From an optimization exercise on the open Yosys and OpenROAD flow, aimed at small area and a short achievable clock period; shortcuts taken in it are not production practice.
The RTL was checked by simulation tests, not by an equivalence proof against the original design.

--- flow/run.sh ---
#!/bin/bash
# synth_recipe.tcl (not shown) runs the flow's synth.tcl, then flattens the netlist and writes it again
# the make line also repeats each setting of config.mk as NAME=value (left out here)
make -C /OpenROAD-flow-scripts/flow DESIGN_CONFIG=/design/flow/config.mk WORK_HOME=/design/flow/orfs CLKGATE_MAP_FILE= SYNTH_SCRIPT=/design/flow/synth_recipe.tcl finish
--- flow/config.mk ---
export PLATFORM = sky130hd
export DESIGN_NAME = crc_units
export DESIGN_NICKNAME = crc_units
export VERILOG_FILES = /design/flow/design.v
export SDC_FILE = /design/flow/constraint.sdc
export NUM_CORES = 4
export LEC_CHECK = 0
export CAP_MARGIN = 20
export CORE_MARGIN = 2
export CORE_UTILIZATION = 25
export PLACE_DENSITY = 0.4
export SLEW_MARGIN = 20
export SYNTH_HIERARCHICAL = 1
--- flow/constraint.sdc ---
create_clock -name core_clock -period 70.0 [get_ports {clk}]
set_input_delay 14.0000 -clock core_clock [delete_from_list [all_inputs] [get_ports {clk}]]
set_output_delay 14.0000 -clock core_clock [all_outputs]
set_load 0.01 [all_outputs]
--- flow/design.v ---
module crc_engine (
    input  wire [31:0] crc_in,    
    input  wire [31:0] poly,      
    input  wire [4:0]  wm1,       
    input  wire [31:0] data,
    input  wire [1:0]  nbytes,    
    input  wire        refin,
    output wire [31:0] crc_out
);
    wire [4:0]  sh    = ~wm1;                  
    wire [31:0] mask  = 32'hFFFF_FFFF >> sh;
    wire [31:0] c_top = crc_in << sh;
    wire [31:0] p_top = poly << sh;
    reg [31:0] m;
    integer i0, t;
    always @* begin
        for (i0 = 0; i0 < 4; i0 = i0 + 1)
            for (t = 0; t < 8; t = t + 1)
                m[8*i0 + t] = refin ? data[8*i0 + t] : data[8*i0 + 7 - t];
    end
    wire [31:0] a, x;
    genvar gi;
    generate
        for (gi = 0; gi < 32; gi = gi + 1) begin : g_ax
            if (gi == 0) begin : g_a0
                assign a[0] = 1'b1;
            end else begin : g_an
                assign a[gi] = p_top[32 - gi];
            end
            assign x[gi] = c_top[31 - gi] ^ m[gi];
        end
    endgenerate
    reg [15:0] b;
    reg        s1;
    integer    n1, i1;
    always @* begin
        b = 16'd0;
        b[0] = 1'b1;
        for (n1 = 1; n1 < 16; n1 = n1 + 1) begin
            s1 = 1'b0;
            for (i1 = 0; 2 * i1 <= n1; i1 = i1 + 1)
                s1 = s1 ^ (b[i1] & a[n1 - 2 * i1]);
            b[n1] = s1;
        end
    end
    reg [15:0] f0;
    reg        s2;
    integer    n2, i2;
    always @* begin
        for (n2 = 0; n2 < 16; n2 = n2 + 1) begin
            s2 = 1'b0;
            for (i2 = 0; i2 <= n2; i2 = i2 + 1)
                s2 = s2 ^ (x[i2] & b[n2 - i2]);
            f0[n2] = s2;
        end
    end
    reg [15:0] y1, f1;
    reg        s3, s4;
    integer    n3, i3, n4, i4;
    always @* begin
        for (n3 = 0; n3 < 16; n3 = n3 + 1) begin
            s3 = x[16 + n3];
            for (i3 = 0; i3 < 16; i3 = i3 + 1)
                s3 = s3 ^ (f0[i3] & a[16 + n3 - i3]);
            y1[n3] = s3;
        end
    end
    always @* begin
        for (n4 = 0; n4 < 16; n4 = n4 + 1) begin
            s4 = 1'b0;
            for (i4 = 0; i4 <= n4; i4 = i4 + 1)
                s4 = s4 ^ (y1[i4] & b[n4 - i4]);
            f1[n4] = s4;
        end
    end
    wire [31:0] fb = {f1, f0};
    reg [31:0] q, cs;
    integer i5;
    always @* begin
        q  = 32'd0;
        cs = 32'd0;
        case (nbytes)
            2'd0: begin
                for (i5 = 0; i5 < 8; i5 = i5 + 1) q[i5] = fb[7-i5];
                cs = crc_in << 8;
            end
            2'd1: begin
                for (i5 = 0; i5 < 16; i5 = i5 + 1) q[i5] = fb[15-i5];
                cs = crc_in << 16;
            end
            default: begin
                for (i5 = 0; i5 < 32; i5 = i5 + 1) q[i5] = fb[31-i5];
                cs = 32'd0;
            end
        endcase
    end
    reg [31:0] pr;
    reg        s6;
    integer    n6, i6;
    always @* begin
        for (n6 = 0; n6 < 32; n6 = n6 + 1) begin
            s6 = 1'b0;
            for (i6 = 0; i6 <= n6; i6 = i6 + 1)
                s6 = s6 ^ (q[i6] & poly[n6 - i6]);
            pr[n6] = s6;
        end
    end
    assign crc_out = (cs ^ pr) & mask;
endmodule
module crc_units (
    input  wire        clk,
    input  wire        rst_n,
    input  wire        req_valid,
    input  wire        req_write,
    input  wire [15:0] req_addr,     
    input  wire [1:0]  req_size,     
    input  wire [31:0] req_wdata,
    output reg         rsp_valid,
    output reg         rsp_err,
    output reg  [31:0] rsp_rdata
);
    reg        cfg_en    [0:3];
    reg        cfg_refin [0:3];
    reg        cfg_refout[0:3];
    reg [4:0]  cfg_wm1   [0:3];
    reg [31:0] poly      [0:3];
    reg [31:0] init      [0:3];
    reg [31:0] xorout    [0:3];
    reg [31:0] val       [0:3];
    reg        p_v;
    reg        p_dat;    
    reg [1:0]  p_u;
    reg [1:0]  p_n;      
    reg [31:0] p_d;      
    reg [31:0] p_val;    
    reg [31:0] p_poly;
    reg [4:0]  p_wm1;
    reg        p_refin;
    wire [31:0] e_res;
    crc_engine u_engine (
        .crc_in (p_val),
        .poly   (p_poly),
        .wm1    (p_wm1),
        .data   (p_d),
        .nbytes (p_n),
        .refin  (p_refin),
        .crc_out(e_res)
    );
    wire [31:0] p_new = p_dat ? e_res : p_d;
    wire [1:0] u       = req_addr[7:6];
    wire [3:0] idx     = req_addr[5:2];
    wire       ok      = (req_addr[15:8] == 8'd0) && (idx <= 4'd9) &&
                         (req_size == 2'd2) && (req_addr[1:0] == 2'b00);
    wire       is_data = (idx == 4'd7) || (idx == 4'd8) || (idx == 4'd9);
    wire        s_en     = cfg_en[u];
    wire        s_refin  = cfg_refin[u];
    wire        s_refout = cfg_refout[u];
    wire [4:0]  s_wm1    = cfg_wm1[u];
    wire [31:0] s_poly   = poly[u];
    wire [31:0] s_init   = init[u];
    wire [31:0] s_xorout = xorout[u];
    wire        hit      = p_v && (p_u == u);
    wire [31:0] s_val    = hit ? p_new : val[u];         
    wire [4:0]  s_sh   = ~s_wm1;
    wire [31:0] s_mask = 32'hFFFF_FFFF >> s_sh;
    wire err = !ok || (req_write && is_data && !s_en);
    wire wen = req_valid && req_write && !err;
    wire [31:0] c_top = s_val << s_sh;
    reg  [31:0] refl;
    integer k;
    always @* begin
        for (k = 0; k < 32; k = k + 1)
            refl[k] = c_top[31 - k];
    end
    wire [31:0] res = ((s_refout ? refl : s_val) ^ s_xorout) & s_mask;
    reg [31:0] rd;
    always @* begin
        case (idx)
            4'd0:    rd = {s_en, s_refin, s_refout, 24'd0, s_wm1};
            4'd1:    rd = s_poly & s_mask;
            4'd2:    rd = s_init & s_mask;
            4'd3:    rd = s_xorout & s_mask;
            4'd4:    rd = s_val & s_mask;
            4'd5:    rd = res;
            default: rd = 32'd0;    
        endcase
    end
    always @(posedge clk) begin
        rsp_valid <= rst_n && req_valid;
        rsp_err   <= err;
        rsp_rdata <= (req_write || !ok) ? 32'd0 : rd;
    end
    wire val_wr = (idx == 4'd4) || (idx == 4'd6 && req_wdata[0]);
    always @(posedge clk) begin
        p_v     <= rst_n && wen && (is_data || val_wr);
        p_dat   <= is_data;
        p_u     <= u;
        p_n     <= idx[1:0] + 2'd1;     
        p_d     <= is_data ? req_wdata : ((idx == 4'd6) ? s_init : req_wdata) & s_mask;
        p_val   <= s_val;
        p_poly  <= s_poly;
        p_wm1   <= s_wm1;
        p_refin <= s_refin;
    end
    wire        rst    = !rst_n;
    wire [31:0] mw     = req_wdata & s_mask;
    wire [31:0] d_poly = rst ? 32'h04C1_1DB7 : mw;
    wire [31:0] d_ones = rst ? 32'hFFFF_FFFF : mw;
    wire [31:0] d_val  = rst ? 32'hFFFF_FFFF : p_new;
    wire [7:0]  d_cfg  = rst ? 8'b0111_1111 :    
                         {req_wdata[31:29], req_wdata[4:0]};
    genvar g;
    generate
        for (g = 0; g < 4; g = g + 1) begin : g_unit
            wire sel = wen && (u == g);
            always @(posedge clk) begin
                if (rst || (sel && idx == 4'd0))
                    {cfg_en[g], cfg_refin[g], cfg_refout[g], cfg_wm1[g]} <= d_cfg;
                if (rst || (sel && idx == 4'd1)) poly[g]   <= d_poly;
                if (rst || (sel && idx == 4'd2)) init[g]   <= d_ones;
                if (rst || (sel && idx == 4'd3)) xorout[g] <= d_ones;
                if (rst || (p_v && p_u == g))    val[g]    <= d_val;
            end
        end
    endgenerate
endmodule
==> results.txt <==
[modules after synthesis (local to each module, per instance)]
module / times used / cell area, um2 / flip-flops and latches
crc_units: 1 / 29300 / 686
crc_engine: 1 / 22300 / 0
[layer usage]
| layer | global-route usage | share of wire | vias up |
|---|---|---|---|
| li1 | - | - | 17900 |
| met1 | 0.282 | 0.42 | 20700 |
| met2 | 0.362 | 0.48 | 1653 |
| met3 | 0.0232 | 0.053 | 331 |
| met4 | 0.0830 | 0.042 | 4 |
| met5 | 0 | 0.000091 | - |
[registers in the layout, indices dropped and copies added, names as in the netlist]
name,count
p_n,2
p_refin,1
cfg_refout,4
rsp_valid,1
cfg_en,4
val,128
xorout,128
rsp_rdata,32
p_u,2
rsp_err,1
p_wm1,5
p_v,1
p_d,32
cfg_refin,4
p_dat,1
p_poly,32
cfg_wm1,20
poly,128
p_val,32
init,128
[worst max-delay path by stage]
| stage | to | depth (start not counted) | startpoint | slack, ns |
|---|---|---|---|---|
| after floorplan | init[3][0] | 10 | req_addr[6] | 51.32 |
| after global placement | rsp_rdata[1] | 13 | req_addr[6] | 51.19 |
| after detailed placement | rsp_rdata[1] | 13 | req_addr[6] | 51.15 |
| after CTS | rsp_rdata[1] | 13 | req_addr[6] | 51.81 |
| after global routing | rsp_rdata[5] | 13 | req_addr[6] | 51.47 |
| final | rsp_rdata[1] | 13 | req_addr[6] | 51.82 |
[through the flow]
| step | cells | instance area, um2 | util |
|---|---|---|---|
| 2_1_floorplan | 5051 | 51600 | - |
| 3_3_place_gp | 7588 | 55500 | 0.271 |
| 3_5_place_dp | 7588 | 55500 | 0.271 |
| 4_1_cts | 7730 | 58100 | 0.284 |
| 5_1_grt | 7730 | 58100 | 0.284 |
| 6_report | 7732 | 58100 | 0.284 |
[cell usage in the layout (no fill, tap or decap), types with 35 or more instances in the layout]
| cell type | instances |
|---|---|
| nor3_1 | 67 |
| clkbuf_16 | 78 |
| xor2_1 | 147 |
| nand2b_1 | 45 |
| a21oi_1 | 132 |
| o22ai_1 | 72 |
| xnor3_1 | 143 |
| nand3_1 | 62 |
| nand2_1 | 994 |
| dfxtp_1 | 132 |
| buf_4 | 174 |
| nor2_1 | 372 |
| xnor2_1 | 616 |
| edfxtp_1 | 544 |
| and2_1 | 35 |
| o21ai_0 | 168 |
| clkdlybuf4s50_1 | 84 |
| mux4_2 | 211 |
| mux2_2 | 73 |
| inv_1 | 36 |
| nor2b_1 | 72 |
| mux2i_1 | 185 |
[cell type report]
cell class,instances,share of cell area
Antenna cell,2,0.0000862
Clock buffer,90,0.0346
Clock inverter,52,0.00933
Inverter,46,0.00306
Multi-Input combinational cell,3908,0.527
Sequential cell,686,0.331
Tap cell,2688,0.0579
Timing Repair Buffer,260,0.0375
[cells by family (layout without fill, tap and decap cells)]
group	count (synthesis)	in the layout
AND/OR/NAND/NOR	1746	1746
XOR/XNOR	919	919
AO/OA/AOI/OAI	760	760
flip-flops	686	686
multiplexers	473	473
buffers and inverters	457	448
adder cells (fa/ha/maj)	10	10
other	0	2
==> results.tsv <==
stage	metric	value	unit
yosys	syn_area_per_cell	10.2	um2
clock_tree	clkLatencyLatePin	0.65	ns
floorplanning	fp.dieW	458	um
setup_path	crit_type	in -> reg	
drt	first_pass_iters	9	
sta	fin_tns_setup	0	ns
setup_path	cp.arrival	18.69	ns
placed_design	routabilityCongestion	0.937	
yosys	synth_edf_count	544	
final_layout	fin_nets	5043	
sta	setup_viol	0	
sta	holdWs	0.596	ns
drt	postRouteAntennaNets	0	
yosys	syn-instance-count	5051	
drt	drt_iter0_markers	4352	
global_routing	grt_pass1_vias	39400	
yosys	yosys-mux-area-fraction	0.145	
floorplanning	dieArea	0.210	mm2
final_layout	drive_gt1_frac	0.134	
sta	post-route-period-util	0.260	
clock_tree	cts.hold.buffers_added	0	
sta	finalHoldViolCount	0	
worst_hold_path	hold_path.startpoint	poly[3][19]	
floorplanning	pin_count	88	
setup_path	path_max_fanout	61	
yosys	yosys-top-cells-count	nand2_1, xnor2_1, edfxtp_1	
sta	layout_setup_ws	51.82	ns
yosys	async_flop_share	0	
setup_path	path_buf_inv	3	
floorplanning	start_util	0.252	
clock_tree	clk_pin_slew	0.06	ns
final_layout	seq_area	0.0192	mm2
global_routing	antenna_found_initial	8	
yosys	synth_seq_cells	686	
clock_tree	cts_tree	done	
setup_path	r2r-end	rsp_rdata[5]	
setup_path	cpPeakStageDelay	0.77	ns
yosys	synth_fa_ha_area_frac	0.00243	
floorplanning	core_area	0.205	mm2
final_layout	area_growth	12.6	%
clock_tree	cts_root_buf	clkbuf_16	
final_layout	fill_cells	21200	
global_routing	grt_use_total	0.215	
drt	wl_per_cell	30.0	um
yosys	synth_top_family_by_area	XOR/XNOR gates	
worst_hold_path	hold_depth	1	
yosys	synth.area.top_cells	edfxtp_1, xnor2_1, mux4_2, nand2_1, xnor3_1	
clock_tree	cts.sinks	686	
global_routing	grt_pass1_wl	325000	um
placed_design	dpl_worst_slack	51.15	ns
run	drv_cap	0	
sta	max_freq	55.0	MHz
sta	max_slew_margin	0.188	
yosys	ys_seq_area_frac	0.372	
yosys	yosys.area.top_type_share	0.317	
sta	skew	0.0210	ns
setup_path	worst_r2r_path_depth	41	
final_layout	multi_input_area	0.0306	mm2
drt	wirelength	232000	um
yosys	synth_top_flop_cell	edfxtp_1	
setup_path	cpMaxStageDelayCell	buf_4	
yosys	synth-simple-area-share	0.143	
placed_design	portBuffers	87	
sta	period_needed	18.18	ns
drt	vias	40600	
drt	viasPerCell	5.25	
placed_design	place_hpwl	169000	um
yosys	netlist_area	0.0516	mm2
sta	rsz0062_at_grt	false	
setup_path	r2r_start	p_wm1[1]	
setup_path	start_kind	primary input	
yosys	synth-compound-area-share	0.101	
yosys	yosysWarnings	16	
setup_path	worst_ep_required_time	70.52	ns
clock_tree	ctsResizeCount	0	
setup_path	path_cells	clkbuf_8 -> buf_4 -> xor2_1 -> nor3_2 -> buf_4 -> o21ai_1 -> mux2i_1 -> mux2i_1 -> a22oi_1 -> and2_1 -> o221a_2 -> o21ai_0 -> a21oi_1	
sta	worst_slew_pin_slew	1.20	ns
yosys	yosysTopAreaCell	edfxtp_1	
yosys	synth_nets	5115	
worst_hold_path	holdPathEnd	p_poly[19]	
setup_path	rrSetupSlack	54.39	ns
run_status	outcome	complete, no violations	
clock_tree	cts_inserted_buffers	77	
setup_path	cp_top_family	buffers and inverters	
worst_hold_path	hold_path.class	reg -> reg	
clock_tree	htreeDepth	3	
yosys	yosysMostFrequentCell	nand2_1	
yosys	synth-xor-area-share	0.196	
clock_tree	clock_path_buffers	3	
global_routing	grt_overflow	0	
yosys	synth.distinct_cells	103	
floorplanning	rows	166	
global_routing	grt_max_degree	63	
floorplanning	dieHeight	458	um
clock_tree	postCtsSetupBuffers	0	
drt	route.detailed.drc	0	
sta	finalMaxSlewViolations	0	
setup_path	crit_path_end_kind	flop	

## re-timing with driven ports
In the flow no input, the clock included, has a driving cell. The finished layout below was timed again as built, in two steps.
Step 1, drivers: a clkbuf_16 drives clk and a buf_2 each remaining input, both assumed.
Step 2 moves the port delays by t, midway between the first and last clock arrival at a register: inputs arrive t later, outputs are due t later. That takes back most of the time a late clock gives input paths.
Slacks: no drivers / after step 1 / after step 2; pairs: no drivers / after step 1.
shift t [ns]: 0.706
setup slack, ns: 51.825 / 51.857 / 51.151
worst setup path at the end: input to register
After both steps this run still meets setup and hold. For this run, drivers alone change the setup slack by +0.032 ns; drivers and shift together by -0.674 ns.
